This is an optimization exercise on Yosys and OpenROAD, whose aim is small area and a short achievable clock period, not a production implementation. The RTL was checked by simulation tests, not by an equivalence proof against the original design.

==> flow/design.v, too long to show whole: its modules and the start of the top module <==
// module comp_bilerp: 1563 lines
// module comp_pixel: 154 lines
// module comp_atten: 534 lines
// module comp_stitch: 905 lines
// module comp_gain: 851 lines
module comp_pixel (
    input  wire        clk,
    input  wire        rst,
    input  wire        in_valid,
    input  wire        in_on_canvas,
    input  wire [3:0]  in_layer_en,      
    input  wire        in_base_hit,      
    input  wire [15:0] in_b00,
    input  wire [15:0] in_b10,
    input  wire [15:0] in_b01,
    input  wire [15:0] in_b11,
    input  wire [7:0]  in_bfu,
    input  wire [7:0]  in_bfv,
    input  wire [15:0] in_s00,
    input  wire [15:0] in_s10,
    input  wire [15:0] in_s01,
    input  wire [15:0] in_s11,
    input  wire [7:0]  in_sfu,
    input  wire [7:0]  in_sfv,
    input  wire [15:0] in_floor,
    input  wire [15:0] in_ceil,
    input  wire [7:0]  in_crema,
    input  wire        in_stitch_en,
    input  wire [16:0] in_wn,            
    input  wire        in_unif_en,
    input  wire [15:0] in_gain,          
    output reg         out_valid,
    output reg  [15:0] out_v,
    output reg  [15:0] out_pre,
    output reg         out_sat,
    output reg         out_l3
);
  // ...
==> flow/run.sh <==
#!/bin/bash
# synth_recipe.tcl (not shown) runs the flow's synth.tcl, then flattens the netlist and writes it again
# the make line also repeats each setting of config.mk as NAME=value (left out here)
make -C /OpenROAD-flow-scripts/flow DESIGN_CONFIG=/design/flow/config.mk WORK_HOME=/design/flow/orfs CLKGATE_MAP_FILE= SYNTH_SCRIPT=/design/flow/synth_recipe.tcl finish
==> flow/config.mk <==
export PLATFORM = sky130hd
export DESIGN_NAME = comp_pixel
export DESIGN_NICKNAME = comp_pixel
export VERILOG_FILES = /design/flow/design.v
export SDC_FILE = /design/flow/constraint.sdc
export NUM_CORES = 4
export LEC_CHECK = 0
export CAP_MARGIN = 20
export CORE_MARGIN = 2
export CORE_UTILIZATION = 60
export CTS_BUF_LIST = sky130_fd_sc_hd__clkbuf_4 sky130_fd_sc_hd__clkbuf_8
export CTS_CLUSTER_SIZE = 20
export PLACE_DENSITY = 0.7
export SLEW_MARGIN = 20
==> flow/constraint.sdc <==
create_clock -name core_clock -period 55.0 [get_ports {clk}]
set_input_delay 11.0000 -clock core_clock [delete_from_list [all_inputs] [get_ports {clk}]]
set_output_delay 11.0000 -clock core_clock [all_outputs]
set_load 0.01 [all_outputs]
==> summary.txt, run 1 <==
* Status: complete, no violations
* Post-DP Area at 68,100 µm²
* Post-synth top area share at 38.6%
* Yosys reg bits at 470
* Setup TNS at 0 ns
* Remaining Overflow, GRT at 0
* Vias in the first global route at 50.0k
* Final std cells w/o fill at 8,297
* Clock sink count at 470
* Met2 wire len at 78.5 mm
* CTS tree: done
* Top Usage Layer GRT: met2
* CP Capture Point: out_pre[14]
* Setup crit end kind: primary output
* Clk cell area share at 2.67%
* Count leader, synth: fa_1
* Top post-synthesis cells by count: 1,234 x fa_1, 1,226 x inv_1, 681 x nand2_1
* HPWL after detailed placement at 120 mm
* Reg2reg start: p1_a[6]
* Multi-input gate share of the layout cell area at 70.1%
* Critical Path RT at 44.00 ns
* Reg2reg setup slack at 43.95 ns
* WHS at 0.289 ns
* Area grow syn2layout at 9.13%
* Metal-1 WL at 62.9 mm
* Critical Path Source Type: register
* First-pass GRT wire length at 258 mm
* Mapped cell area at 64,100 µm²
* Multiplexer area fraction after synthesis at 8.27%
* FF-to-FF End: p2_v[15]
* Final wirelength at 155 mm
* Dominant cells by area after synthesis: fa_1 39%, dfxtp_1 15%, ha_1 7.5%
* Commonest cells after routing, fill and taps aside: 1,234 x fa_1, 1,226 x inv_1, 681 x nand2_1
* Clock buffer depth at 3
* CP max FO at 1
* Met2 Use GR at 51.7%
==> inputs of run 2 (changes only) <==
--- a/flow/config.mk
+++ b/flow/config.mk
@@ -8,7 +8,5 @@
 export CAP_MARGIN = 20
 export CORE_MARGIN = 2
-export CORE_UTILIZATION = 60
-export CTS_BUF_LIST = sky130_fd_sc_hd__clkbuf_4 sky130_fd_sc_hd__clkbuf_8
-export CTS_CLUSTER_SIZE = 20
-export PLACE_DENSITY = 0.7
+export CORE_UTILIZATION = 40
+export PLACE_DENSITY = 0.6
 export SLEW_MARGIN = 20
==> run 2 against run 1 <==
  * Core utilization is 22 points lower
  * Setup slack better by 0.11 ns
  * Final cell count is 7.8% higher
  * Routed wire length is 4.5% higher
  * Die area is 49% higher
  * Final area is 1.3% higher
  * Via count is 1.0% lower
  * Critical path depth stayed put
  * Flip-flop and latch count stayed put
  * Global-route usage is 9.3 points lower
  * Hold slack better by 0.035 ns
  * Highest routed layer is now met4
==> summary.txt, run 2 <==
* Largest net degree at the start of global routing at 47 (unchanged)
* CP max stage cell: clkdlybuf4s50_1 (unchanged)
* Mapped cell area at 64,100 µm² (unchanged)
* First-pass GRT wire length at 266 mm (was 258 mm)
* Share of cells above drive strength 1 at 6.65% (was 7.08%)
* Cts bufs inserted at 51 (was 79)
* Hold bufs inserted after CTS at 0 (unchanged)
* Setup Viol. Count Final at 0 (unchanged)
* Port Buffer Count at 278 (unchanged)
* Reg2reg start: p1_a[6] (unchanged)
* Max Cap Violations at 0 (unchanged)
* Commonest cells after routing, fill and taps aside: 1,234 x fa_1, 1,226 x inv_1, 681 x nand2_1 (unchanged)
* Dominant cells by area after synthesis: fa_1 39%, dfxtp_1 15%, ha_1 7.5% (unchanged)
* Relative slew slack at 23.3% (was 23.5%)
* I/O pin count at 279 (unchanged)
* HPWL after detailed placement at 127 mm (was 120 mm)
* Remaining Overflow, GRT at 0 (unchanged)
* Crit path max-delay family: buffers and inverters (unchanged)
* Final wirelength at 162 mm (was 155 mm)
* Register area share after synthesis at 14.7% (unchanged)
* Die width at 404 µm (was 331 µm)
* Number of flops mapped to enable cells by yosys at 0 (unchanged)
* Async SR Flop Fraction at 0% (unchanged)
* Commonest non-fill, non-tap cell in the layout: fa_1 (unchanged)
* Setup crit end kind: primary output (unchanged)
* Drt wl/cell at 18.1 µm (was 18.7 µm)
* Clock sink count at 470 (unchanged)
* Dominant synthesized flop cell: dfxtp_1 (unchanged)
* Fin. max-slew vios at 0 (unchanged)
* DR vias at 45.7k (was 46.2k)
* Final period util at 22.7% (was 22.9%)
* Root buf cell: clkbuf_16 (was clkbuf_8)
* Mean Syn Cell Area at 9.58 µm² (unchanged)
* Pre-CTS setup slack at 43.16 ns (was 43.15 ns)
* GRT Overall Usage at 20.3% (was 29.6%)
* Worst Skew at 0.0280 ns (was 0.0446 ns)
* Hold EP: p2_g[9] (was p3_g[15])
* Synth Instances at 6,692 (unchanged)
* DR vias/cell at 5.11 (was 5.57)
* Core Area at 159,000 µm² (was 106,000 µm²)
* Post-DP Area at 69,000 µm² (was 68,100 µm²)
* Post_cts resized at 0 (unchanged)
* Slew @ Worst Pin at 1.14 ns (about the same)
* Total Nets Final at 8,695 (was 8,707)
* GP Congestion at 0.868 (was 0.921)
* Vias in the first global route at 49.9k (was 50.0k)
* Starting density of the core at 40.4% (was 60.7%)
* Die Footprint at 163,000 µm² (was 109,000 µm²)
* HP Class: register to register (unchanged)
* Total number of yosys warnings at 1 (unchanged)
* Max Fclk at 0.0800 GHz (was 0.0792 GHz)
* Count leader, synth: fa_1 (unchanged)
* CP max FO at 1 (unchanged)
* DR iter-0 viols at 2,475 (was 2,902)
* Cell variety after synth at 92 (unchanged)
* Hold path start: p1_g[9] (was p2_g[15])
* CTS clk-pin slew, worst paths at 0.06 ns (was 0.08 ns)
* Antenna viol nets, final at 0 (unchanged)
* Area leader, netlist: fa_1 (unchanged)
* CTS tree: done (unchanged)
* Critical Path Source Type: register (unchanged)
* Clock buffer depth at 3 (unchanged)
* Row Count at 146 (was 119)
* H-tree depth at 2 (was 3)
* Initial antenna violation count at 2 (was 5)
* Final Cell Area at 70,800 µm² (was 69,900 µm²)
* Critical Path RT at 44.00 ns (about the same)
* Crit-path cells: clkdlybuf4s50_1 (unchanged)
* RSZ-0062 raised after global routing: false (unchanged)
* Critical Path AT at 1.51 ns (was 1.62 ns)
* Die H at 404 µm (was 331 µm)
* Yosys reg bits at 470 (unchanged)
* Top post-synthesis cells by count: 1,234 x fa_1, 1,226 x inv_1, 681 x nand2_1 (unchanged)
* ANT cells at 0 (was 1)
* Biggest regs: p1_wn: 17 flops, p2_wn: 17 flops, r_wn: 17 flops (unchanged)
* Post CTS Setup Buffer Count at 0 (unchanged)
* Reg2reg setup slack at 43.86 ns (was 43.95 ns)
* Largest stage delay, worst path at 0.54 ns (about the same)
* Post-synth top area share at 38.6% (unchanged)
* Residual DRC at 0 (unchanged)
* Area grow syn2layout at 10.6% (was 9.13%)
* Status: complete, no violations (unchanged)
* Slack of the critical path at 42.49 ns (was 42.38 ns)
* DRT Pass-1 Iters at 5 (was 6)
* FF-to-FF End: p2_v[15] (unchanged)
* Fin util at 44.6% (was 66.2%)
* Placed cells at 8,853 (was 8,155)
* Fin. Hold Viols at 0 (unchanged)
* Worst reg2reg path depth at 44 (unchanged)
* Final Critical Period at 12.51 ns (was 12.62 ns)
* WHS Path Cells at 0 (unchanged)
* Filler cells at 15.2k (was 8,616)
* Critical path buffer and inverter count at 1 (unchanged)
* Final std cells w/o fill at 8,946 (was 8,297)
* Setup TNS at 0 ns (unchanged)
* Setup CP Type: register to primary output (unchanged)
* Clk Latency, worst-skew pair at 0.67 ns (was 0.77 ns)
[run 2: cell counts after synthesis]
No cell type changed its count.
[run 2: final cells by class]
cell class	count	area, µm²	share of cell area (%)
clock inverters	30	393	0.555
inverters	1226	4600	6.50
repair buffers	359	3390	4.79
clock buffers	63	1380	1.95
flip-flops and latches	470	9430	13.3
well taps	2072	2590	3.66
multi-input cells	4726	49100	69.2
[run 2: logic make-up (layout without fill, tap and decap cells)]
kind of cell,count (synthesis),in the layout,synth area share [%]
and+or+nand+nor,1535,1535,11.4
xor gates and xnor gates,168,168,2.33
buffers and inverters,1496,1678,8.82
AOI/OAI and AO/OA,903,903,8.43
muxes,503,503,8.27
DFF,470,470,14.7
adders and majority gates,1617,1617,46.0
[run 2: worst max-delay path by stage]
| stage | to | cells after the start | startpoint |
|---|---|---|---|
| 6_report | out_pre[13] | 1 | out_pre[13] |
| 5_1_grt | out_pre[12] | 1 | out_pre[12] |
| 2_1_floorplan | out_l3 | 0 | out_l3 |
| 3_5_place_dp | out_pre[13] | 1 | out_pre[13] |
| 3_3_place_gp | out_valid | 1 | out_valid |
| 4_1_cts | out_pre[13] | 1 | out_pre[13] |
[run 2: routing by layer]
metal	share of wire, %	GRT usage, %
met5	0	0
met4	2.6	5.56
met3	4.3	2.13
met2	50	36.2
met1	43	26.1
[run 2: per-stage QoR]
stage / hold WS, ns
floorplan: 0.310
global placement: 0.312
detailed placement: 0.312
CTS: 0.327
global route: 0.332
finish: 0.324
==> inputs of run 3 (changes only) <==
==> flow/flow/run.sh (new file) <==
#!/bin/bash
# Layout flow: the standard synthesis, an inverter clean-up around the full
# adders of its netlist (flow/fixinv.py), then the standard layout steps with
# the smallest buffer on the ports.
set -euo pipefail
here=$(pwd)
res=$here/orfs/results/sky130hd/comp_pixel/base

bash standard.sh synth > "$here/synth.log" 2>&1

python3 flow/fixinv.py "$res/1_2_yosys.v" "$here/1_2_yosys.fixinv.v" > "$here/fixinv.log" 2>&1
cp "$res/1_2_yosys.v" "$here/1_2_yosys.standard.v"
cp "$here/1_2_yosys.fixinv.v" "$res/1_2_yosys.v"
touch "$res/1_2_yosys.v"

bash standard.sh "BUFFER_PORTS_ARGS=-buffer_cell sky130_fd_sc_hd__buf_1" finish > "$here/layout.log" 2>&1
==> flow/flow/fixinv.py (new file) <==
#!/usr/bin/env python3
"""Inverter clean-up around full adders in a Yosys netlist of sky130hd cells.

A full adder is self-dual: FA(~a, ~b, ~c) = (~sum, ~cout). Each full adder may
therefore be replaced by one that takes and gives the complements of its
signals, which moves inverters from its inputs to its outputs or back. This
picks, by local search, which full adders to complement so that as few
inverters as possible remain, then rewires each inverter tree: every load that
needs the complement of a signal is fed from one inverter.

usage: fixinv.py IN.v OUT.v
"""
import re, sys, random

INV = re.compile(r"sky130_fd_sc_hd__(inv|clkinv)_\d+$")
FA = re.compile(r"sky130_fd_sc_hd__fa_\d+$")
OUTPINS = {"X", "Y", "Q", "Q_N", "SUM", "COUT", "HI", "LO"}

def main(src, dst):
    text = open(src).read()
    m = re.search(r"\bmodule\b.*?;\n", text, re.S)
    head_end = m.end()
    endm = text.rindex("endmodule")
    body = text[head_end:endm]
    # split the body into declarations and cell instances
    cell_re = re.compile(r"^  (\S+) (\\\S+ |\S+) \(\n(.*?)\n  \);\n", re.S | re.M)
    cells = []
    pos = 0
    decl = []
    for cm in cell_re.finditer(body):
        decl.append(body[pos:cm.start()])
        pos = cm.end()
        typ, name, pins = cm.group(1), cm.group(2), cm.group(3)
        conns = []
        for pm in re.finditer(r"\.(\w+)\((.*?)\)(?:,|$)", pins, re.M):
            conns.append([pm.group(1), pm.group(2).strip()])
        cells.append(dict(typ=typ, name=name, conns=conns, alive=True))
    decl.append(body[pos:])
    decl_text = "".join(decl)
    if re.search(r"^\s*assign\b", decl_text, re.M):
        sys.exit("fixinv: netlist has assign statements")
    ports = set()
    for pm in re.finditer(r"^\s*(input|output|inout)\s+(\[(\d+):(\d+)\]\s+)?(\S+);", decl_text, re.M):
        name = pm.group(5)
        if pm.group(2):
            hi, lo = int(pm.group(3)), int(pm.group(4))
            for i in range(min(hi, lo), max(hi, lo) + 1):
                ports.add(f"{name}[{i}]")
        else:
            ports.add(name)

    driver = {}
    loads = {}
    for ci, c in enumerate(cells):
        for k, (pin, net) in enumerate(c["conns"]):
            if pin in OUTPINS:
                driver[net] = (ci, pin)
            else:
                loads.setdefault(net, []).append((ci, k))

    def is_inv(ci): return INV.match(cells[ci]["typ"]) is not None
    def is_fa(ci): return FA.match(cells[ci]["typ"]) is not None

    # inverter trees: root net (not driven by an inverter) -> leaves (cell, conn index, parity);
    # the leaf -1 stands for an output port
    trees = {}
    for net in set(loads) | set(driver):
        d = driver.get(net)
        if d is not None and is_inv(d[0]):
            continue
        leaves = []
        invs = []
        ok = True
        stack = [(net, 0)]
        while stack:
            n, par = stack.pop()
            if n in ports and n != net:
                ok = False
            for ci, k in loads.get(n, []):
                if is_inv(ci):
                    invs.append(ci)
                    out = [x for p, x in cells[ci]["conns"] if p == "Y"][0]
                    stack.append((out, par ^ 1))
                else:
                    leaves.append((ci, k, par))
        if not ok:
            continue
        if invs or any(is_fa(ci) for ci, k, par in leaves if ci >= 0) or (d is not None and is_fa(d[0])):
            trees[net] = dict(leaves=leaves, invs=invs)

    # variables: one per full adder (not one that drives a port)
    flip = {ci: 0 for ci in range(len(cells)) if is_fa(ci)
            and not any(pin in OUTPINS and net in ports for pin, net in cells[ci]["conns"])}
    # for each FA: roots of the trees it loads, and trees it drives
    fa_in = {ci: set() for ci in flip}
    fa_out = {ci: set() for ci in flip}
    for root, t in trees.items():
        for ci, k, par in t["leaves"]:
            if ci in flip:
                fa_in[ci].add(root)
        d = driver.get(root)
        if d is not None and d[0] in flip:
            fa_out[d[0]].add(root)

    def tree_cost(root):
        t = trees[root]
        d = driver.get(root)
        xd = flip.get(d[0], 0) if d is not None else 0
        need = False
        for ci, k, par in t["leaves"]:
            if par ^ flip.get(ci, 0) ^ xd:
                need = True
                break
        return 1 if need else 0

    # a full adder that feeds or is fed by a tree left alone is kept as it is
    for root in list(trees):
        pass
    skip = set()
    for ci in flip:
        for pin, net in cells[ci]["conns"]:
            root = net
            while root in driver and is_inv(driver[root][0]):
                root = [x for p, x in cells[driver[root][0]]["conns"] if p == "A"][0]
            if root not in trees:
                skip.add(ci)
    for ci in skip:
        del flip[ci]
    fa_in = {ci: set() for ci in flip}
    fa_out = {ci: set() for ci in flip}
    for root, t in trees.items():
        for ci, k, par in t["leaves"]:
            if ci in flip:
                fa_in[ci].add(root)
        d = driver.get(root)
        if d is not None and d[0] in flip:
            fa_out[d[0]].add(root)

    before = sum(tree_cost(r) for r in trees)
    ninv_before = sum(1 for ci in range(len(cells)) if is_inv(ci))
    rng = random.Random(1)
    order = list(flip)
    cost = before
    best = cost; best_flip = dict(flip)
    steps = 200 * len(order)
    import math
    for step in range(steps):
        temp = 0.6 * (1 - step / steps) + 0.01
        ci = order[rng.randrange(len(order))]
        aff = fa_in[ci] | fa_out[ci]
        c0 = sum(tree_cost(r) for r in aff)
        flip[ci] ^= 1
        c1 = sum(tree_cost(r) for r in aff)
        dlt = c1 - c0
        if dlt <= 0 or rng.random() < math.exp(-dlt / temp):
            cost += dlt
            if cost < best:
                best = cost; best_flip = dict(flip)
        else:
            flip[ci] ^= 1
    flip.update(best_flip)
    after = sum(tree_cost(r) for r in trees)

    # rebuild every tree
    newcells = []
    newwires = []
    nid = 0
    for root, t in trees.items():
        d = driver.get(root)
        xd = flip.get(d[0], 0) if d is not None else 0
        needs = [(ci, k) for ci, k, par in t["leaves"] if ci >= 0 and (par ^ flip.get(ci, 0) ^ xd)]
        if not t["invs"] and not needs:
            continue
        for ci in t["invs"]:
            cells[ci]["alive"] = False
        for ci, k, par in t["leaves"]:
            if ci >= 0:
                cells[ci]["conns"][k][1] = root
        if needs:
            nid += 1
            w = f"fixinv_n{nid}"
            newwires.append(w)
            newcells.append(dict(typ="sky130_fd_sc_hd__inv_1", name=f"fixinv_{nid}",
                                 conns=[["A", root], ["Y", w]], alive=True))
            for ci, k in needs:
                cells[ci]["conns"][k][1] = w
    # the loads of a root whose tree has an output port leaf keep the port net
    out = [text[:head_end], decl_text.rstrip("\n") + "\n"]
    for w in newwires:
        out.append(f"  wire {w};\n")
    for c in cells + newcells:
        if not c["alive"]:
            continue
        out.append(f"  {c['typ']} {c['name']} (\n")
        out.append(",\n".join(f"    .{p}({n}{' ' if n.startswith(chr(92)) else ''})" for p, n in c["conns"]))
        out.append("\n  );\n")
    out.append(text[endm:])
    open(dst, "w").write("".join(out))
    ninv_after = sum(1 for c in cells + newcells if c["alive"] and INV.match(c["typ"]))
    print(f"fixinv: {len(flip)} full adders, {sum(flip.values())} complemented; "
          f"inverters {ninv_before} -> {ninv_after}")

if __name__ == "__main__":
    main(sys.argv[1], sys.argv[2])
==> flow/standard.sh (new file) <==
#!/bin/bash
# synth_recipe.tcl (not shown) runs the flow's synth.tcl, then flattens the netlist and writes it again
# the make line also repeats each setting of config.mk as NAME=value (left out here)
make -C /OpenROAD-flow-scripts/flow DESIGN_CONFIG=/design/flow/config.mk WORK_HOME=/design/flow/orfs CLKGATE_MAP_FILE= SYNTH_SCRIPT=/design/flow/synth_recipe.tcl "${@:-finish}"
--- a/flow/config.mk
+++ b/flow/config.mk
@@ -8,5 +8,8 @@
 export CAP_MARGIN = 20
 export CORE_MARGIN = 2
-export CORE_UTILIZATION = 40
-export PLACE_DENSITY = 0.6
+export CORE_UTILIZATION = 50
+export CTS_BUF_LIST = sky130_fd_sc_hd__clkbuf_16
+export CTS_CLUSTER_DIAMETER = 100
+export CTS_CLUSTER_SIZE = 40
+export PLACE_DENSITY = 0.65
 export SLEW_MARGIN = 20
removed: flow/run.sh
==> run 3 against run 2 <==
  * Via count shrank 5.4%
  * Final area shrank 7.6%
  * First-iteration DRC count grew 6.7%
  * Area after synthesis shrank 3.5%
  * Final cell count shrank 12%
  * Clock skew grew 0.018 ns
  * Sequential share of layout area grew 1.1 points
  * Die area shrank 23%
  * Core utilization grew 8.5 points
  * Maximum frequency grew 2.9%
  * Largest cell class unchanged
==> summary.txt, run 3 <==
* Mapped cell area at 61,800 µm² (was 64,100 µm²)
* Root buf cell: clkbuf_16 (unchanged)
* Critical Path AT at 1.16 ns (was 1.51 ns)
* Worst reg2reg path depth at 35 (was 44)
* Total Nets Final at 8,045 (was 8,695)
* FF-to-FF End: p1_b[15] (was p2_v[15])
* Synth Instances at 6,088 (was 6,692)
* Setup Viol. Count Final at 0 (unchanged)
* Critical Path RT at 44.00 ns (about the same)
* Max Fclk at 0.0823 GHz (was 0.0800 GHz)
* Mean Syn Cell Area at 10.2 µm² (was 9.58 µm²)
* ANT cells at 0 (unchanged)
* Critical path buffer and inverter count at 1 (unchanged)
* Relative slew slack at 23.9% (was 23.3%)
* Status: complete, no violations (unchanged)
* Reg2reg setup slack at 44.11 ns (was 43.86 ns)
* Vias in the first global route at 46.3k (was 49.9k)
* Reg2reg start: r_bfu[2] (was p1_a[6])
* Fin. max-slew vios at 0 (unchanged)
* CP max FO at 1 (unchanged)
* Core Area at 123,000 µm² (was 159,000 µm²)
* First-pass GRT wire length at 245 mm (was 266 mm)
* Port Buffer Count at 278 (unchanged)
* Met3 usage at 2.42% (was 2.13%)
* Worst setup path start: out_pre[3] (was out_pre[13])
* I/O pin count at 279 (unchanged)
* DR vias/cell at 5.51 (was 5.11)
* Max Cap Violations at 0 (unchanged)
* RSZ-0062 raised after global routing: false (unchanged)
* Critical path depth at 1 (unchanged)
* Remaining Overflow, GRT at 0 (unchanged)
* Die Footprint at 126,000 µm² (was 163,000 µm²)
* Residual DRC at 0 (unchanged)
* H-tree depth at 1 (was 2)
* Final std cells w/o fill at 7,841 (was 8,946)
* Biggest regs: p1_wn: 17 flops, p2_wn: 17 flops, r_wn: 17 flops (unchanged)
* Clock sink count at 470 (unchanged)
* Placed cells at 7,793 (was 8,853)
* Worst Skew at 0.0458 ns (was 0.0280 ns)
* Commonest cells after routing, fill and taps aside: 1,234 x fa_1, 681 x nand2_1, 622 x inv_1 (was 1,234 x fa_1, 1,226 x inv_1, 681 x nand2_1)
* Slew @ Worst Pin at 1.13 ns (was 1.14 ns)
* Crit path max-delay family: flip-flops (was buffers and inverters)
* Drt wl/cell at 18.8 µm (was 18.1 µm)
* Setup crit end kind: primary output (unchanged)
* Die H at 356 µm (was 404 µm)
* Die width at 356 µm (was 404 µm)
* Area grow syn2layout at 5.88% (was 10.6%)
* Final wirelength at 148 mm (was 162 mm)
* HPWL after detailed placement at 113 mm (was 127 mm)
* Post_cts resized at 0 (unchanged)
* Final Cell Area at 65,400 µm² (was 70,800 µm²)
* Fin. Hold Viols at 0 (unchanged)
* Met2 Use GR at 40.8% (was 36.2%)
* Total number of yosys warnings at 1 (unchanged)
* DR vias at 43.2k (was 45.7k)
* Critical Path Source Type: register (unchanged)
* DR iter-0 viols at 2,642 (was 2,475)
* Clock buffer depth at 3 (unchanged)
* Final Critical Period at 12.16 ns (was 12.51 ns)
* Post CTS Setup Buffer Count at 0 (unchanged)
* GRT Overall Usage at 23.8% (was 20.3%)
* Row Count at 129 (was 146)
* Met1 GRT Util at 32.9% (was 26.1%)
* Top Usage Layer GRT: met2 (unchanged)
* Post-DP Area at 64,300 µm² (was 69,000 µm²)
* HP Class: register to register (unchanged)
* Clk Latency, worst-skew pair at 0.67 ns (about the same)
* Largest stage delay, worst path at 0.34 ns (was 0.54 ns)
* Antenna viol nets, final at 0 (unchanged)
* Share of cells above drive strength 1 at 6.33% (was 6.65%)
* GP Congestion at 0.882 (was 0.868)
* CP max stage cell: dfxtp_1 (was clkdlybuf4s50_1)
* CP Capture Point: out_pre[3] (was out_pre[13])
* Commonest non-fill, non-tap cell in the layout: fa_1 (unchanged)
* Initial antenna violation count at 3 (was 2)
* Largest net degree at the start of global routing at 47 (unchanged)
* Setup TNS at 0 ns (unchanged)
* Hold bufs inserted after CTS at 0 (unchanged)
* WHS at 0.276 ns (was 0.324 ns)
* CTS tree: done (unchanged)
* DRT Pass-1 Iters at 7 (was 5)
* Cts bufs inserted at 26 (was 51)
* Setup CP Type: register to primary output (unchanged)
* CTS clk-pin slew, worst paths at 0.12 ns (was 0.06 ns)
* Final period util at 22.1% (was 22.7%)
* Crit-path cells: buf_1 (was clkdlybuf4s50_1)
* Starting density of the core at 50.2% (was 40.4%)
[run 3: layer usage]
layer	vias to the layer above	wire (µm)
met1	22000	64900
met2	1269	72400
met4	0	2690
li1	19800	-
met5	-	0
met3	158	7730
[run 3: how the worst min path moves through the flow]
stage,to,cells after the start,from,slack [ns]
final,p3_g[15],0,p2_g[15],0.28
after CTS,p3_g[15],0,p2_g[15],0.28
after floorplan,out_l3,0,p3_l3,0.31
after global routing,p3_g[15],0,p2_g[15],0.27
after detailed placement,p2_g[4],0,p1_g[4],0.31
after global placement,p3_g[10],0,p2_g[10],0.31
[run 3: stage by stage]
| step | worst slack, ns | utilization [%] |
|---|---|---|
| 5_1_grt | 42.76 | 53.1 |
| 3_5_place_dp | 43.54 | 52.2 |
| 4_1_cts | 42.77 | 53.1 |
| 6_report | 42.84 | 53.1 |
| 3_3_place_gp | 43.56 | 52.2 |
| 2_1_floorplan | 43.67 | - |
[run 3: area by class of cell]
| type | instances | area, µm² |
|---|---|---|
| well taps | 1637 | 2050 |
| multi-input cells | 4726 | 49000 |
| fillers | 11100 | 57700 |
| flip-flops and latches | 470 | 9430 |
| inverters | 622 | 2330 |
| clock inverters | 22 | 469 |
| repair buffers | 338 | 1490 |
| clock buffers | 26 | 651 |
==> inputs of run 4 (changes only) <==
==> flow/config.mk (replaced) <==
export PLATFORM = sky130hd
export DESIGN_NAME = comp_pixel
export DESIGN_NICKNAME = comp_pixel
export VERILOG_FILES = /design/flow/design.v
export SDC_FILE = /design/flow/constraint.sdc
export NUM_CORES = 4
export LEC_CHECK = 0
export CAP_MARGIN = 20
export CORE_MARGIN = 2
export CORE_UTILIZATION = 40
export PLACE_DENSITY = 0.6
export SLEW_MARGIN = 20
==> run 4 against run 3 <==
  * Clock-buffer cell count grew 43
  * First-iteration DRC count down 5.7%
  * Clock skew decreased by 0.0085 ns
  * Die area increased by 25%
  * Flip-flop and latch count unchanged
  * Global-route usage fell by 3.8 points
  * Area after synthesis did not move
  * Core utilization down 9.7 points
==> summary.txt, run 4 <==
* HPWL after detailed placement at 120 mm (was 113 mm)
* Met1 GRT Util at 27.1% (was 32.9%)
* Crit path max-delay family: flip-flops (unchanged)
* Largest stage delay, worst path at 0.32 ns (was 0.34 ns)
* Core Area at 154,000 µm² (was 123,000 µm²)
* DRT Pass-1 Iters at 8 (was 7)
* WHS at 0.323 ns (was 0.276 ns)
* Critical Path Source Type: register (unchanged)
* Synth Instances at 6,088 (unchanged)
* Clock buffer depth at 3 (unchanged)
* Filler cells at 14.8k (was 11.1k)
* Die H at 397 µm (was 356 µm)
* Pre-CTS setup slack at 43.55 ns (was 43.54 ns)
* Status: complete, no violations (unchanged)
* Final Critical Period at 12.15 ns (was 12.16 ns)
* Final period util at 22.1% (about the same)
* H-tree depth at 2 (was 1)
* Clk Latency, worst-skew pair at 0.68 ns (was 0.67 ns)
* Setup CP Type: register to primary output (unchanged)
* Final wirelength at 156 mm (was 148 mm)
* Critical Path AT at 1.15 ns (was 1.16 ns)
* Total Nets Final at 8,075 (was 8,045)
* GRT Overall Usage at 20.1% (was 23.8%)
* CTS tree: done (unchanged)
* Initial antenna violation count at 2 (was 3)
* RSZ-0062 raised after global routing: false (unchanged)
* Post-DP Area at 64,900 µm² (was 64,300 µm²)
* Share of cells above drive strength 1 at 7.09% (was 6.33%)
* Relative slew slack at 22.7% (was 23.9%)
* Hold bufs inserted after CTS at 0 (unchanged)
* Starting density of the core at 40.2% (was 50.2%)
* Max Cap Violations at 0 (unchanged)
* Setup TNS at 0 ns (unchanged)
* Fin. max-slew vios at 0 (unchanged)
* Setup Viol. Count Final at 0 (unchanged)
* Drt wl/cell at 18.8 µm (about the same)
* Critical path buffer and inverter count at 1 (unchanged)
* Total number of yosys warnings at 1 (unchanged)
* Mapped cell area at 61,800 µm² (unchanged)
* Post_cts resized at 0 (unchanged)
* Root buf cell: clkbuf_16 (unchanged)
* Clock sink count at 470 (unchanged)
* Commonest non-fill, non-tap cell in the layout: fa_1 (unchanged)
* Slew @ Worst Pin at 1.16 ns (was 1.13 ns)
* Die width at 397 µm (was 356 µm)
* Remaining Overflow, GRT at 0 (unchanged)
* Crit-path cells: buf_1 (unchanged)
* Worst Skew at 0.0373 ns (was 0.0458 ns)
* I/O pin count at 279 (unchanged)
* Largest net degree at the start of global routing at 47 (unchanged)
* Critical Path RT at 44.00 ns (about the same)
* Fin. Hold Viols at 0 (unchanged)
* Cts bufs inserted at 53 (was 26)
* Antenna viol nets, final at 0 (unchanged)
* Reg area at 9430 µm² (about the same)
* Biggest regs: p1_wn: 17 flops, p2_wn: 17 flops, r_wn: 17 flops (unchanged)
* Die Footprint at 158,000 µm² (was 126,000 µm²)
* DR vias at 43.4k (was 43.2k)
* DR vias/cell at 5.22 (was 5.51)
* Commonest cells after routing, fill and taps aside: 1,234 x fa_1, 681 x nand2_1, 622 x inv_1 (unchanged)
* Slack of the critical path at 42.85 ns (was 42.84 ns)
* Area grow syn2layout at 8.03% (was 5.88%)
* Max Fclk at 0.0823 GHz (about the same)
* Final Cell Area at 66,800 µm² (was 65,400 µm²)
* Footprint of the multi-input gates at 49,000 µm² (about the same)
* CTS clk-pin slew, worst paths at 0.07 ns (was 0.12 ns)
* Setup crit end kind: primary output (unchanged)
* GP Congestion at 0.875 (was 0.882)
* First-pass GRT wire length at 254 mm (was 245 mm)
* Residual DRC at 0 (unchanged)
* Row Count at 144 (was 129)
* Met3 usage at 2.50% (was 2.42%)
* Vias in the first global route at 46.7k (was 46.3k)
* Top Usage Layer GRT: met2 (unchanged)
* CP max FO at 1 (unchanged)
* Met2 Use GR at 34.3% (was 40.8%)
* Mean Syn Cell Area at 10.2 µm² (unchanged)
* DR iter-0 viols at 2,492 (was 2,642)
* Post CTS Setup Buffer Count at 0 (unchanged)
* CP max stage cell: dfxtp_1 (unchanged)
* HP Class: register to register (unchanged)
* Port Buffer Count at 278 (unchanged)
run 4: routing by layer:
metal / share of wire [%] / wire [µm]
met5: 0 / 0
met4: 2.2 / 3380
met3: 5.1 / 7960
met2: 49 / 76100
met1: 44 / 68600
run 4: layout make-up:
| cell class | count | share of cell area, % |
|---|---|---|
| multi-input cells | 4726 | 73.4 |
| well taps | 2044 | 3.83 |
| repair buffers | 341 | 2.27 |
| inverters | 622 | 3.50 |
| diodes | 1 | 0.00375 |
| clock buffers | 69 | 2.24 |
| flip-flops and latches | 470 | 14.1 |
| clock inverters | 30 | 0.588 |
run 4: through the flow:
stage | instances | util (%)
finish | 8303 | 43.5
global route | 8302 | 43.4
detailed placement | 8202 | 42.2
floorplan | 6088 | -
global placement | 8202 | 42.2
CTS | 8301 | 43.4
run 4: path summary, 6_finish.rpt:
check	startpoint	endpoint	slack [ns]	cells after the start
worst max-delay path	out_pre[4]	out_pre[4]	42.85	1
worst min-delay path	p1_g[2]	p2_g[2]	0.32	0
worst max register to register	p1_a[6]	p2_v[15]	43.93	39
worst min register to register	p1_g[2]	p2_g[2]	0.32	0
==> inputs of run 5 (changes only) <==
--- a/flow/flow/run.sh
+++ b/flow/flow/run.sh
@@ -14,3 +14,3 @@
 touch "$res/1_2_yosys.v"
 
-bash standard.sh "BUFFER_PORTS_ARGS=-buffer_cell sky130_fd_sc_hd__buf_1" finish > "$here/layout.log" 2>&1
+bash standard.sh REMOVE_ABC_BUFFERS=1 "BUFFER_PORTS_ARGS=-buffer_cell sky130_fd_sc_hd__buf_1" finish > "$here/layout.log" 2>&1
--- a/flow/config.mk
+++ b/flow/config.mk
@@ -8,5 +8,8 @@
 export CAP_MARGIN = 20
 export CORE_MARGIN = 2
-export CORE_UTILIZATION = 40
-export PLACE_DENSITY = 0.6
+export CORE_UTILIZATION = 50
+export CTS_BUF_LIST = sky130_fd_sc_hd__clkbuf_16
+export CTS_CLUSTER_DIAMETER = 100
+export CTS_CLUSTER_SIZE = 30
+export PLACE_DENSITY = 0.65
 export SLEW_MARGIN = 20
==> run 5 against run 4 <==
  * Global-route usage increased by 3.9 points
  * First-iteration DRC count down 14%
  * Routed wire length fell by 4.8%
  * Critical path type unchanged
  * Highest routed layer unchanged
==> summary.txt, run 5 <==
* Status: complete, no violations (unchanged)
* Largest stage delay, worst path at 0.47 ns (was 0.32 ns)
* Fin. max-slew vios at 0 (unchanged)
* CP max stage cell: dfxtp_1 (unchanged)
* Max Fclk at 0.0812 GHz (was 0.0823 GHz)
* Drt wl/cell at 19.0 µm (was 18.8 µm)
* Clock buffer depth at 3 (unchanged)
* ANT cells at 0 (was 1)
* CTS tree: done (unchanged)
* Largest net degree at the start of global routing at 47 (unchanged)
* Synth Instances at 6,088 (unchanged)
* Total Nets Final at 8,053 (was 8,075)
* DRT Pass-1 Iters at 6 (was 8)
* Total number of yosys warnings at 1 (unchanged)
* RSZ-0062 raised after global routing: false (unchanged)
* Clock sink count at 470 (unchanged)
* Crit path max-delay family: flip-flops (unchanged)
* H-tree depth at 1 (was 2)
* Mapped cell area at 61,800 µm² (unchanged)
* Final Critical Period at 12.32 ns (was 12.15 ns)
* Die width at 356 µm (was 397 µm)
* Vias in the first global route at 46.5k (was 46.7k)
* Root buf cell: clkbuf_16 (unchanged)
* Remaining Overflow, GRT at 0 (unchanged)
* First-pass GRT wire length at 244 mm (was 254 mm)
* Worst Skew at 0.0325 ns (was 0.0373 ns)
* Share of cells above drive strength 1 at 6.36% (was 7.09%)
* Setup TNS at 0 ns (unchanged)
* Core Area at 123,000 µm² (was 154,000 µm²)
* DR vias at 43.0k (was 43.4k)
* Post_cts resized at 0 (unchanged)
* GRT Overall Usage at 23.9% (was 20.1%)
* Port Buffer Count at 278 (unchanged)
* Final period util at 22.4% (was 22.1%)
* Final wirelength at 149 mm (was 156 mm)
* Setup CP Type: register to primary output (unchanged)
* Row Count at 129 (was 144)
* DR iter-0 viols at 2,146 (was 2,492)
* Critical Path Source Type: register (unchanged)
* Initial antenna violation count at 0 (was 2)
* Slew @ Worst Pin at 1.11 ns (was 1.16 ns)
* CP max FO at 1 (unchanged)
* Clk Latency, worst-skew pair at 0.66 ns (was 0.68 ns)
* Met2 Use GR at 43.0% (was 34.3%)
* HP Class: register to register (unchanged)
* Met3 usage at 2.25% (was 2.50%)
* Die H at 356 µm (was 397 µm)
* Starting density of the core at 50.2% (was 40.2%)
* Critical path buffer and inverter count at 1 (unchanged)
* Commonest cells after routing, fill and taps aside: 1,234 x fa_1, 681 x nand2_1, 623 x inv_1 (was 1,234 x fa_1, 681 x nand2_1, 622 x inv_1)
* GP Congestion at 0.885 (was 0.875)
* DR vias/cell at 5.48 (was 5.22)
* Critical Path AT at 1.32 ns (was 1.15 ns)
* Hold bufs inserted after CTS at 0 (unchanged)
* Fin. Hold Viols at 0 (unchanged)
* I/O pin count at 279 (unchanged)
* HPWL after detailed placement at 115 mm (was 120 mm)
* Fin util at 53.1% (was 43.5%)
* Max Cap Violations at 0 (unchanged)
* Biggest regs: p1_wn: 17 flops, p2_wn: 17 flops, r_wn: 17 flops (unchanged)
* Mean Syn Cell Area at 10.2 µm² (unchanged)
* Crit-path cells: buf_1 (unchanged)
* Die Footprint at 126,000 µm² (was 158,000 µm²)
* Relative slew slack at 26.0% (was 22.7%)
* Setup Viol. Count Final at 0 (unchanged)
* Antenna viol nets, final at 0 (unchanged)
* Commonest non-fill, non-tap cell in the layout: fa_1 (unchanged)
* Cts bufs inserted at 27 (was 53)
* Met1 GRT Util at 31.0% (was 27.1%)
* Top Usage Layer GRT: met2 (unchanged)
* CTS clk-pin slew, worst paths at 0.08 ns (was 0.07 ns)
* Area grow syn2layout at 5.75% (was 8.03%)
* WHS at 0.334 ns (was 0.323 ns)
* Post CTS Setup Buffer Count at 0 (unchanged)
* Residual DRC at 0 (unchanged)
* Setup crit end kind: primary output (unchanged)
* Critical Path RT at 44.00 ns (about the same)
## run 5: layout make-up
type / count / area (µm²)
clock buffers: 27 / 676
well taps: 1637 / 2050
multi-input cells: 4726 / 49000
fillers: 11100 / 57800
inverters: 622 / 2330
flip-flops and latches: 470 / 9430
repair buffers: 345 / 1550
clock inverters: 17 / 309
## run 5: worst paths after layout
path,depth (start not counted),to,slack (ns),from
worst max register to register,31,p1_s[15],44.19,r_sfu[0]
worst min register to register,0,p2_wn[2],0.33,p1_wn[2]
worst min-delay path,0,p2_wn[2],0.33,p1_wn[2]
worst max-delay path,1,out_valid,42.68,out_valid
## run 5: layer usage
layer	wire length [µm]	share of wire (%)
met5	0	0
met4	3940	2.7
met3	7040	4.7
met2	75300	51
met1	62400	42
## run 5: stage by stage
step | std cells | setup WS (ns) | area (µm²)
3_3_place_gp | 7800 | 43.37 | 64400
2_1_floorplan | 5818 | 43.67 | 60800
5_1_grt | 7844 | 42.66 | 65400
6_report | 7844 | 42.68 | 65400
4_1_cts | 7844 | 42.62 | 65400
3_5_place_dp | 7800 | 43.37 | 64400
==> inputs of run 6 (changes only) <==
==> flow/flow/run.sh (replaced) <==
#!/bin/bash
# Layout flow: the standard synthesis, a polarity clean-up of its netlist
# (flow/fixpol.py: full adders taken in complemented form and gates swapped
# for their complements where that removes inverters), then the standard
# layout steps with the smallest buffer on the ports.
set -euo pipefail
here=$(pwd)
res=$here/orfs/results/sky130hd/comp_pixel/base
lib=$FLOW_HOME/platforms/sky130hd/lib/sky130_fd_sc_hd__tt_025C_1v80.lib

bash standard.sh synth > "$here/synth.log" 2>&1

python3 flow/fixpol.py "$lib" "$res/1_2_yosys.v" "$here/1_2_yosys.fixpol.v" > "$here/fixpol.log" 2>&1
cp "$res/1_2_yosys.v" "$here/1_2_yosys.standard.v"
cp "$here/1_2_yosys.fixpol.v" "$res/1_2_yosys.v"
touch "$res/1_2_yosys.v"

bash standard.sh REMOVE_ABC_BUFFERS=1 "BUFFER_PORTS_ARGS=-buffer_cell sky130_fd_sc_hd__buf_1" finish > "$here/layout.log" 2>&1
==> flow/flow/fixpol.py (new file) <==
#!/usr/bin/env python3
"""Polarity clean-up of a Yosys netlist of sky130hd cells.

Two kinds of freedom are used:
  * a full adder is self-dual, FA(~a, ~b, ~c) = (~sum, ~cout), so it may take
    and give the complements of its signals;
  * a single-output gate may be swapped for the library gate with the same
    inputs that gives the complement of its output (and2 <-> nand2,
    mux2 <-> mux2i, a21o <-> a21oi, ...).
A local search (simulated annealing) picks these choices to minimise the area
of the gates plus the inverters still needed; each inverter tree is then
rebuilt so that every load that needs the complement of a signal is fed from
one inverter.

usage: fixpol.py LIB IN.v OUT.v
"""
import re, sys, random, math, itertools

INV_AREA = 3.75
OUTPINS = {"X", "Y", "Q", "Q_N", "SUM", "COUT", "HI", "LO"}

def read_lib(path):
    lib = open(path).read()
    cells = {}
    for m in re.finditer(r'\n\s*cell\s*\(\s*"?(\w+)"?\s*\)\s*\{', lib):
        name = m.group(1)
        i = m.end(); depth = 1
        while depth:
            c = lib[i]
            if c == "{": depth += 1
            elif c == "}": depth -= 1
            i += 1
        body = lib[m.end():i]
        area = float(re.search(r'\n\s*area\s*:\s*([\d.]+)', body).group(1))
        ins, outs = [], []
        for pm in re.finditer(r'\n\s*pin\s*\(\s*"?(\w+)"?\s*\)\s*\{', body):
            j = pm.end(); d = 1
            while d:
                if body[j] == "{": d += 1
                elif body[j] == "}": d -= 1
                j += 1
            pb = body[pm.end():j]
            dr = re.search(r'direction\s*:\s*"?(\w+)"?', pb).group(1)
            fn = re.search(r'\n\s*function\s*:\s*"([^"]*)"', pb)
            if dr == "input":
                ins.append(pm.group(1))
            elif dr == "output":
                outs.append((pm.group(1), fn.group(1) if fn else None))
        ff = re.search(r'\bff\s*\(', body) or re.search(r'\blatch\s*\(', body)
        cells[name] = dict(area=area, ins=ins, outs=outs, seq=bool(ff))
    return cells

def truth(fn, ins):
    expr = fn.replace("!", " not ").replace("&", " and ").replace("|", " or ").replace("^", " != ")
    expr = re.sub(r"\)\s*\(", ") and (", expr)
    code = compile(expr, "f", "eval")
    t = 0
    for k, vals in enumerate(itertools.product([0, 1], repeat=len(ins))):
        env = {p: bool(v) for p, v in zip(ins, vals)}
        if eval(code, {}, env):
            t |= 1 << k
    return t

def complements(lib):
    """cell -> (complement cell, old output pin, new output pin)"""
    bad = re.compile(r"lpflow|probe|clkbuf|clkinv|dlygate|dlymetal|clkdly|buf_|inv_|bufinv|einv|ebuf|conb|tap|fill|decap|diode")
    table = {}
    single = {}
    for n, c in lib.items():
        if c["seq"] or len(c["outs"]) != 1 or c["outs"][0][1] is None or bad.search(n):
            continue
        if "+" in c["outs"][0][1]:
            continue
        key = tuple(sorted(c["ins"]))
        ins = sorted(c["ins"])
        try:
            single[n] = (key, truth(c["outs"][0][1], ins), c["outs"][0][0])
        except Exception:
            pass
    by = {}
    for n, (key, t, op) in single.items():
        by.setdefault((key, t), []).append(n)
    for n, (key, t, op) in single.items():
        full = (1 << (1 << len(key))) - 1
        cands = by.get((key, t ^ full), [])
        if cands:
            best = min(cands, key=lambda x: (lib[x]["area"], x))
            table[n] = (best, op, single[best][2])
    return table

def main(libpath, src, dst):
    lib = read_lib(libpath)
    comp = complements(lib)
    text = open(src).read()
    m = re.search(r"\bmodule\b.*?;\n", text, re.S)
    head_end = m.end()
    endm = text.rindex("endmodule")
    body = text[head_end:endm]
    cell_re = re.compile(r"^  (\S+) (\\\S+ |\S+) \(\n(.*?)\n  \);\n", re.S | re.M)
    cells = []
    pos = 0
    decl = []
    for cm in cell_re.finditer(body):
        decl.append(body[pos:cm.start()])
        pos = cm.end()
        conns = [[pm.group(1), pm.group(2).strip()]
                 for pm in re.finditer(r"\.(\w+)\((.*?)\)(?:,|$)", cm.group(3), re.M)]
        cells.append(dict(typ=cm.group(1), name=cm.group(2), conns=conns, alive=True))
    decl.append(body[pos:])
    decl_text = "".join(decl)
    if re.search(r"^\s*assign\b", decl_text, re.M):
        sys.exit("fixpol: netlist has assign statements")
    ports = set()
    for pm in re.finditer(r"^\s*(input|output|inout)\s+(\[(\d+):(\d+)\]\s+)?(\S+);", decl_text, re.M):
        name = pm.group(5)
        if pm.group(2):
            hi, lo = int(pm.group(3)), int(pm.group(4))
            for i in range(min(hi, lo), max(hi, lo) + 1):
                ports.add(f"{name}[{i}]")
        else:
            ports.add(name)

    P = "sky130_fd_sc_hd__"
    driver, loads = {}, {}
    for ci, c in enumerate(cells):
        for k, (pin, net) in enumerate(c["conns"]):
            if pin in OUTPINS:
                driver[net] = (ci, pin)
            else:
                loads.setdefault(net, []).append((ci, k))

    def base(ci): return cells[ci]["typ"]
    def is_inv(ci): return re.fullmatch(P + r"(inv|clkinv)_\d+", base(ci)) is not None
    def is_fa(ci): return re.fullmatch(P + r"fa_\d+", base(ci)) is not None

    # variables
    var = {}       # ci -> ("fa", 0) or ("gate", area delta when flipped)
    for ci, c in enumerate(cells):
        if any(pin in OUTPINS and net in ports for pin, net in c["conns"]):
            continue
        if is_fa(ci):
            var[ci] = 0.0
        elif c["typ"] in comp:
            var[ci] = lib[comp[c["typ"]][0]]["area"] - lib[c["typ"]]["area"]

    trees = {}
    for net in set(loads) | set(driver):
        d = driver.get(net)
        if d is not None and is_inv(d[0]):
            continue
        leaves, invs, ok = [], [], True
        stack = [(net, 0)]
        while stack:
            n, par = stack.pop()
            if n in ports and n != net:
                ok = False
            for ci, k in loads.get(n, []):
                if is_inv(ci):
                    invs.append(ci)
                    out = [x for p, x in cells[ci]["conns"] if p == "Y"][0]
                    stack.append((out, par ^ 1))
                else:
                    leaves.append((ci, k, par))
        if not ok:
            continue
        if invs or any(is_fa(ci) and ci in var for ci, k, par in leaves) or (d is not None and d[0] in var):
            trees[net] = dict(leaves=leaves, invs=invs)

    # a variable cell with a signal in a tree left alone keeps its form
    def root_of(net):
        while net in driver and is_inv(driver[net][0]):
            net = [x for p, x in cells[driver[net][0]]["conns"] if p == "A"][0]
        return net
    for ci in list(var):
        nets = [net for pin, net in cells[ci]["conns"] if pin in OUTPINS or is_fa(ci)]
        if any(root_of(n) not in trees for n in nets):
            del var[ci]
    flip = {ci: 0 for ci in var}
    v_in = {ci: set() for ci in var}
    v_out = {ci: set() for ci in var}
    for root, t in trees.items():
        for ci, k, par in t["leaves"]:
            if ci in var and is_fa(ci):
                v_in[ci].add(root)
        d = driver.get(root)
        if d is not None and d[0] in var:
            v_out[d[0]].add(root)

    def tree_need(root):
        t = trees[root]
        d = driver.get(root)
        xd = flip.get(d[0], 0) if d is not None else 0
        for ci, k, par in t["leaves"]:
            if par ^ (flip.get(ci, 0) if is_fa(ci) else 0) ^ xd:
                return 1
        return 0
    fa_leaf = {ci for ci in var if is_fa(ci)}

    def local(ci):
        aff = v_in[ci] | v_out[ci]
        return INV_AREA * sum(tree_need(r) for r in aff) + (var[ci] if flip[ci] else 0.0)

    total = INV_AREA * sum(tree_need(r) for r in trees)
    start = total
    rng = random.Random(1)
    order = list(var)
    steps = 300 * len(order)
    cost = total
    best, best_flip = cost, dict(flip)
    for step in range(steps):
        temp = 3.0 * (1 - step / steps) + 0.02
        ci = order[rng.randrange(len(order))]
        c0 = local(ci)
        flip[ci] ^= 1
        c1 = local(ci)
        dlt = c1 - c0
        if dlt <= 0 or rng.random() < math.exp(-dlt / temp):
            cost += dlt
            if cost < best - 1e-9:
                best, best_flip = cost, dict(flip)
        else:
            flip[ci] ^= 1
    flip.update(best_flip)

    # rebuild
    newcells, newwires, nid = [], [], 0
    for root, t in trees.items():
        d = driver.get(root)
        xd = flip.get(d[0], 0) if d is not None else 0
        needs = [(ci, k) for ci, k, par in t["leaves"]
                 if par ^ (flip.get(ci, 0) if is_fa(ci) else 0) ^ xd]
        if not t["invs"] and not needs:
            continue
        for ci in t["invs"]:
            cells[ci]["alive"] = False
        for ci, k, par in t["leaves"]:
            cells[ci]["conns"][k][1] = root
        if needs:
            nid += 1
            w = f"fixpol_n{nid}"
            newwires.append(w)
            newcells.append(dict(typ=P + "inv_1", name=f"fixpol_{nid}",
                                 conns=[["A", root], ["Y", w]], alive=True))
            for ci, k in needs:
                cells[ci]["conns"][k][1] = w
    nswap = 0
    for ci, f in flip.items():
        if f and not is_fa(ci):
            new, op, np_ = comp[cells[ci]["typ"]]
            cells[ci]["typ"] = new
            for c in cells[ci]["conns"]:
                if c[0] == op:
                    c[0] = np_
            nswap += 1
    out = [text[:head_end], decl_text.rstrip("\n") + "\n"]
    for w in newwires:
        out.append(f"  wire {w};\n")
    for c in cells + newcells:
        if not c["alive"]:
            continue
        out.append(f"  {c['typ']} {c['name']} (\n")
        out.append(",\n".join(f"    .{p}({n}{' ' if n.startswith(chr(92)) else ''})" for p, n in c["conns"]))
        out.append("\n  );\n")
    out.append(text[endm:])
    open(dst, "w").write("".join(out))
    ninv0 = sum(1 for ci in range(len(cells)) if is_inv(ci))
    ninv1 = sum(1 for c in cells + newcells if c["alive"] and re.fullmatch(P + r"(inv|clkinv)_\d+", c["typ"]))
    nfa = sum(1 for ci, f in flip.items() if f and is_fa(ci))
    print(f"fixpol: {len(var)} cells free, {nfa} full adders complemented, {nswap} gates swapped; "
          f"inverters {ninv0} -> {ninv1}; estimated area change {best - start:+.1f} um2")

if __name__ == "__main__":
    main(sys.argv[1], sys.argv[2], sys.argv[3])
removed: flow/flow/fixinv.py
==> run 6 against run 5 <==
  * Synthesized cell count fell by 5.3%
  * Final area fell by 1.9%
  * First-iteration DRC count rose by 20%
  * Still clean
  * Critical path depth did not move
  * Largest cell class unchanged
  * Critical endpoint is now out_v[15]
  * Critical path type unchanged
  * Maximum frequency rose by 0.90%
==> summary.txt, run 6 <==
* Status: complete, no violations (unchanged)
* DR vias/cell at 5.60 (was 5.48)
* Initial antenna violation count at 0 (unchanged)
* Clock sink count at 470 (unchanged)
* Fin. Hold Viols at 0 (unchanged)
* Setup CP Type: register to primary output (unchanged)
* Filler cells at 10.7k (was 11.1k)
* Fin util at 53.5% (was 53.1%)
* Critical path buffer and inverter count at 1 (unchanged)
* Max Fclk at 0.0819 GHz (was 0.0812 GHz)
* Reg area at 9410 µm² (was 9430 µm²)
* H-tree depth at 1 (unchanged)
* Drt wl/cell at 19.7 µm (was 19.0 µm)
* Max Cap Violations at 0 (unchanged)
* Commonest non-fill, non-tap cell in the layout: fa_1 (unchanged)
* HP Class: register to register (unchanged)
* Setup crit end kind: primary output (unchanged)
* Relative slew slack at 25.1% (was 26.0%)
* Cts bufs inserted at 30 (was 27)
* Row Count at 127 (was 129)
* Mean Syn Cell Area at 10.5 µm² (was 10.2 µm²)
* GP Congestion at 0.899 (was 0.885)
* Starting density of the core at 50.4% (was 50.2%)
* I/O pin count at 279 (unchanged)
* Synth Instances at 5,764 (was 6,088)
* Final wirelength at 148 mm (was 149 mm)
* Crit-path cells: buf_1 (unchanged)
* Die width at 352 µm (was 356 µm)
* Fin. max-slew vios at 0 (unchanged)
* RSZ-0062 raised after global routing: false (unchanged)
* Die Footprint at 124,000 µm² (was 126,000 µm²)
* Area grow syn2layout at 6.24% (was 5.75%)
* DR vias at 42.0k (was 43.0k)
* Setup TNS at 0 ns (unchanged)
* Setup Viol. Count Final at 0 (unchanged)
* Residual DRC at 0 (unchanged)
* ANT cells at 0 (unchanged)
* Slew @ Worst Pin at 1.12 ns (was 1.11 ns)
* Core Area at 120,000 µm² (was 123,000 µm²)
* CTS tree: done (unchanged)
* Post_cts resized at 0 (unchanged)
* Remaining Overflow, GRT at 0 (unchanged)
* Critical Path AT at 1.21 ns (was 1.32 ns)
* Largest stage delay, worst path at 0.35 ns (was 0.47 ns)
* Hold bufs inserted after CTS at 0 (unchanged)
* Clk Latency, worst-skew pair at 0.71 ns (was 0.66 ns)
* Antenna viol nets, final at 0 (unchanged)
* DRT Pass-1 Iters at 6 (unchanged)
* Critical Path RT at 44.00 ns (about the same)
* Die H at 352 µm (was 356 µm)
* Port Buffer Count at 278 (unchanged)
* Crit path max-delay family: flip-flops (unchanged)
* Biggest regs: p1_wn: 17 flops, p2_wn: 17 flops, r_wn: 17 flops (unchanged)
* Final period util at 22.2% (was 22.4%)
* Largest net degree at the start of global routing at 47 (unchanged)
* Placed cells at 7,453 (was 7,800)
* HPWL after detailed placement at 114 mm (was 115 mm)
* Share of cells above drive strength 1 at 6.01% (was 6.36%)
* Footprint of the multi-input gates at 48,800 µm² (was 49,000 µm²)
* CP max FO at 1 (unchanged)
* Worst Skew at 0.0404 ns (was 0.0325 ns)
* Total number of yosys warnings at 1 (unchanged)
* DR iter-0 viols at 2,572 (was 2,146)
* Total Nets Final at 7,734 (was 8,053)
* Final std cells w/o fill at 7,505 (was 7,844)
* Root buf cell: clkbuf_16 (unchanged)
* Mapped cell area at 60,400 µm² (was 61,800 µm²)
* First-pass GRT wire length at 242 mm (was 244 mm)
* Clock buffer depth at 3 (unchanged)
* GRT Overall Usage at 24.5% (was 23.9%)
* Critical Path Source Type: register (unchanged)
* Vias in the first global route at 45.1k (was 46.5k)
* CP max stage cell: dfxtp_1 (unchanged)
* Post CTS Setup Buffer Count at 0 (unchanged)
* Final Critical Period at 12.21 ns (was 12.32 ns)
* Commonest cells after routing, fill and taps aside: 1,234 x fa_1, 876 x nand2_1, 466 x dfxtp_1 (was 1,234 x fa_1, 681 x nand2_1, 623 x inv_1)
* CTS clk-pin slew, worst paths at 0.10 ns (was 0.08 ns)
## run 6: cell types whose count changed in the layout (fill, tap and decap cells not counted), sizes merged, moves of 4 or more
cell / previous run / this run
nand2b: 103 / 56
o21a: 36 / 40
and2b: 2 / 49
nand2: 681 / 876
mux2: 208 / 428
a21oi: 262 / 230
inv: 631 / 307
mux2i: 295 / 75
and2: 249 / 54
o21ai: 360 / 356
a21o: 99 / 131
clkinv: 7 / 11
## run 6: path summary, 6_finish.rpt
| path | slack [ns] | cells after the start | from | endpoint |
|---|---|---|---|---|
| worst min-delay path | 0.33 | 0 | p2_g[1] | p3_g[1] |
| worst min register to register | 0.33 | 0 | p2_g[1] | p3_g[1] |
| worst max-delay path | 42.79 | 1 | out_v[15] | out_v[15] |
| worst max register to register | 44.24 | 39 | p1_a[5] | p2_v[15] |
## run 6: area by class of cell
cell class / count / share of cell area [%]
well taps: 1612 / 3.14
clock inverters: 22 / 0.745
repair buffers: 347 / 2.43
multi-input cells: 4726 / 76.1
inverters: 298 / 1.74
flip-flops and latches: 470 / 14.7
clock buffers: 30 / 1.17
## run 6: layer usage
| layer | vias to the layer above | wire length (µm) | GRT usage (%) |
|---|---|---|---|
| met5 | - | 0 | 0 |
| met2 | 1286 | 71600 | 41.8 |
| met4 | 0 | 3450 | 5.43 |
| met3 | 213 | 8530 | 2.95 |
| met1 | 21300 | 64000 | 33.5 |
| li1 | 19200 | - | - |
## run 6: per-stage QoR
stage / hold WS [ns] / cell area, µm² / setup WS, ns
4_1_cts: 0.333 / 64100 / 42.74
5_1_grt: 0.340 / 64200 / 42.72
2_1_floorplan: 0.310 / 59300 / 43.67
6_report: 0.332 / 64200 / 42.79
3_3_place_gp: 0.310 / 62900 / 43.56
3_5_place_dp: 0.312 / 62900 / 43.53

afterwards: timing with drivers on the ports:
No port has a modelled driver above. Below, the same layouts with a new extraction and two added sets of constraints.
Step 1 (the two cells are an assumption about what drives the block):
set clk [get_ports {clk}]
set_driving_cell -lib_cell sky130_fd_sc_hd__clkbuf_16 $clk
set_driving_cell -lib_cell sky130_fd_sc_hd__buf_2 [delete_from_list [all_inputs] $clk]
Step 2 moves the port delays by t, midway between the first and last clock arrival at a register: inputs arrive t later, outputs are due t later. That takes back most of the time a late clock gives input paths.
a / b / c = no drivers / after step 1 / after step 2; a / b = the first two.
| run | shift t [ns] | setup WS [ns] | slew at the worst register clock pin (ns) |
|---|---|---|---|
| run 1 | 0.814 | 42.379 / 42.311 / 43.124 | 0.08 / 0.08 |
| run 2 | 0.744 | 42.494 / 42.402 / 43.146 | 0.07 / 0.07 |
| run 3 | 0.728 | 42.842 / 42.766 / 43.494 | 0.12 / 0.12 |
| run 4 | 0.748 | 42.853 / 42.764 / 43.512 | 0.07 / 0.07 |
| run 5 | 0.732 | 42.680 / 42.602 / 43.333 | 0.11 / 0.11 |
| run 6 | 0.764 | 42.790 / 42.713 / 43.477 | 0.11 / 0.11 |
After both steps every run listed still meets setup and hold.
